This design comes from an exercise in tuning for small area, a short achievable clock period and few clock cycles on the open sky130 flow, not from production work.
The RTL was checked by simulation tests, not by an equivalence proof against the original design.

Setup of sierra:
Design render_contrib, start of the top module:
module render_contrib (
    input  wire        clk,
    input  wire        rst,
    input  wire        in_valid,
    output reg         in_ready,
    input  wire [23:0] g_start,     
    input  wire [23:0] g_target,    
    input  wire [32:0] d_start,     
    input  wire [32:0] d_target,    
    input  wire [15:0] a_start,     
    input  wire [15:0] a_target,    
    input  wire [27:0] y_in,        
    input  wire [8:0]  ramp_len,    
    input  wire [7:0]  j_first,     
    output wire        rd_en,
    output reg  [17:0] rd_age,
    input  wire [23:0] rd_data,
    output reg         out_valid,
    output reg  [42:0] out_p,       
    output wire [27:0] out_y        
);
clock: 20.0 ns
lec_check: 0
abc_area: 1
cap_margin: 20
core_margin: 2
core_utilization: 50
slew_margin: 20
standard.sh (not shown) runs the stock make flow with config.mk's settings and CLKGATE_MAP_FILE= SYNTH_SCRIPT=/design/flow/synth_recipe.tcl, a recipe that flattens the netlist after the stock synthesis.
==> flow/flow/run.sh <==
#!/bin/bash
set -euo pipefail
bash standard.sh SETUP_SLACK_MARGIN=14.4 "BUFFER_PORTS_ARGS=-buffer_cell sky130_fd_sc_hd__buf_2" finish > standard_make.log 2>&1
Testbench counts of sierra, summed over its fixed seeds: cycles 25,064.
The following lists how tundra was set up differently from sierra:
# sierra
export LEC_CHECK = 0
export ABC_AREA = 1
export CAP_MARGIN = 20
export CORE_MARGIN = 2
export CORE_UTILIZATION = 50
export SLEW_MARGIN = 20
create_clock -name core_clock -period 20.0 [get_ports {clk}]
# tundra
export LEC_CHECK = 0
export CAP_MARGIN = 20
export CORE_MARGIN = 2
export CORE_UTILIZATION = 40
export SLEW_MARGIN = 20
create_clock -name core_clock -period 20.0 [get_ports {clk}]
## What came out
The arrival time at the worst endpoint of tundra exceeds that of sierra by 0.08 ns.
From sierra to tundra the numbers moved as follows: count of cells along the worst register-to-register path shrank by 10; post-cts sizing count higher.
### tundra -> violet
# tundra
export LEC_CHECK = 0
export CAP_MARGIN = 20
export CORE_MARGIN = 2
export CORE_UTILIZATION = 40
export SLEW_MARGIN = 20
create_clock -name core_clock -period 20.0 [get_ports {clk}]
# violet
export LEC_CHECK = 0
export ABC_AREA = 1
export CAP_MARGIN = 20
export CORE_MARGIN = 2
export CORE_UTILIZATION = 58
export CTS_CLUSTER_DIAMETER = 120
export CTS_CLUSTER_SIZE = 20
export SLEW_MARGIN = 20
create_clock -name core_clock -period 20.0 [get_ports {clk}]
Reported for tundra and violet, share of synthesized registers carrying an async set or reset turned out identical to the last digit. Critical path arrival for violet: 0.03 ns down relative to tundra. | worst slew margin relative to its limit | higher: violet |. When the final numbers for tundra and violet were put side by side, the final-layout worst hold slack turned out to be greater in violet. violet against tundra: total of plain and repair buffers excluding clock buffers shows an increase of 8.0%; core box area fell by 33%; routed wire length increased 1.6%; placer congestion estimate went up 5.4%. Taking tundra as the reference, in violet H-tree level count moved down; first-pass detailed-route iteration total moved up.
Setup changes, violet to xenon
# violet
export LEC_CHECK = 0
export ABC_AREA = 1
export CAP_MARGIN = 20
export CORE_MARGIN = 2
export CORE_UTILIZATION = 58
export CTS_CLUSTER_DIAMETER = 120
export CTS_CLUSTER_SIZE = 20
export SLEW_MARGIN = 20
create_clock -name core_clock -period 20.0 [get_ports {clk}]
# xenon
export LEC_CHECK = 0
export CAP_MARGIN = 20
export CORE_MARGIN = 2
export CORE_UTILIZATION = 50
export SLEW_MARGIN = 20
create_clock -name core_clock -period 20.0 [get_ports {clk}]
[summary]
violet reports its source of the critical timing path as xr[23] while xenon reports h[3].

---

Starting RTL as in the previous note.
export LEC_CHECK = 0
export ABC_AREA = 1
export CAP_MARGIN = 20
export CORE_MARGIN = 2
export CORE_UTILIZATION = 40
export SLEW_MARGIN = 20
create_clock -name core_clock -period 20.0 [get_ports {clk}]
Scripts as last shown in full above: flow/flow/run.sh
Testbench counts at the start, summed over its fixed seeds: cycles 25,064.
==> next run, changes <==
CORE_UTILIZATION = 50   (was 40)
CTS_CLUSTER_DIAMETER = 120   (was unset)
CTS_CLUSTER_SIZE = 20   (was unset)
First-iteration DRC count decreases by about 8%; global-route usage is higher by 4.7 points; die area drops by 20%; synthesized cell count is unchanged; flip-flop and latch count stays the same; fmax hardly moves; routed wire length is lower by 4.2%; critical path depth went up by 2; worst hold slack improves by 0.0079 ns.
==> next run, changes <==
CTS_CLUSTER_DIAMETER = unset   (was 120)
CTS_CLUSTER_SIZE = unset   (was 20)
PLACE_DENSITY = 0.7   (was unset)
=> Final area rises slightly. Clock skew climbs by 0.026 ns. Sequential share of layout area fell by 0.44 points. Wire length came out higher slightly. Maximum frequency is lower slightly.

[static timing again, ports no longer ideal]
No port has a modelled driver above. Below, the same layouts with a new extraction and two added sets of constraints.
Step 1, drivers: a clkbuf_16 drives clk and a buf_2 each remaining input, both assumed.
Step 2 times the ports against the registers' clock, not the clock port: input delays grow and output delays shrink by t, the midpoint of the rising clock arrivals with the driver on.
a / b / c = ideal ports / drivers / drivers and shift; a / b = the first two.
run	t, ns	setup slack, ns	clock arrival spread, ns	worst register clock-pin slew, ns	worst data-port slew with drivers (ns)
sierra	0.933	14.351 / 14.351 / 13.667	0.075 / 0.075	0.07 / 0.07	0.12
tundra	0.972	14.342 / 14.342 / 13.541	0.126 / 0.126	0.07 / 0.07	0.10
violet	0.891	14.271 / 14.271 / 13.630	0.046 / 0.046	0.11 / 0.11	0.17
xenon	0.923	14.347 / 14.347 / 13.514	0.105 / 0.106	0.07 / 0.07	0.11
the first run of note 2	0.983	14.352 / 14.352 / 13.448	0.122 / 0.122	0.07 / 0.07	0.16
the second run of note 2	0.869	14.361 / 14.338 / 13.694	0.063 / 0.063	0.10 / 0.10	0.11
the third run of note 2	0.939	14.274 / 14.274 / 13.641	0.131 / 0.131	0.08 / 0.08	0.09
After both steps every run listed still meets setup and hold. For the first run of note 2, which loses most, drivers alone change the setup slack by 0.000 ns; drivers and shift together by -0.904 ns.
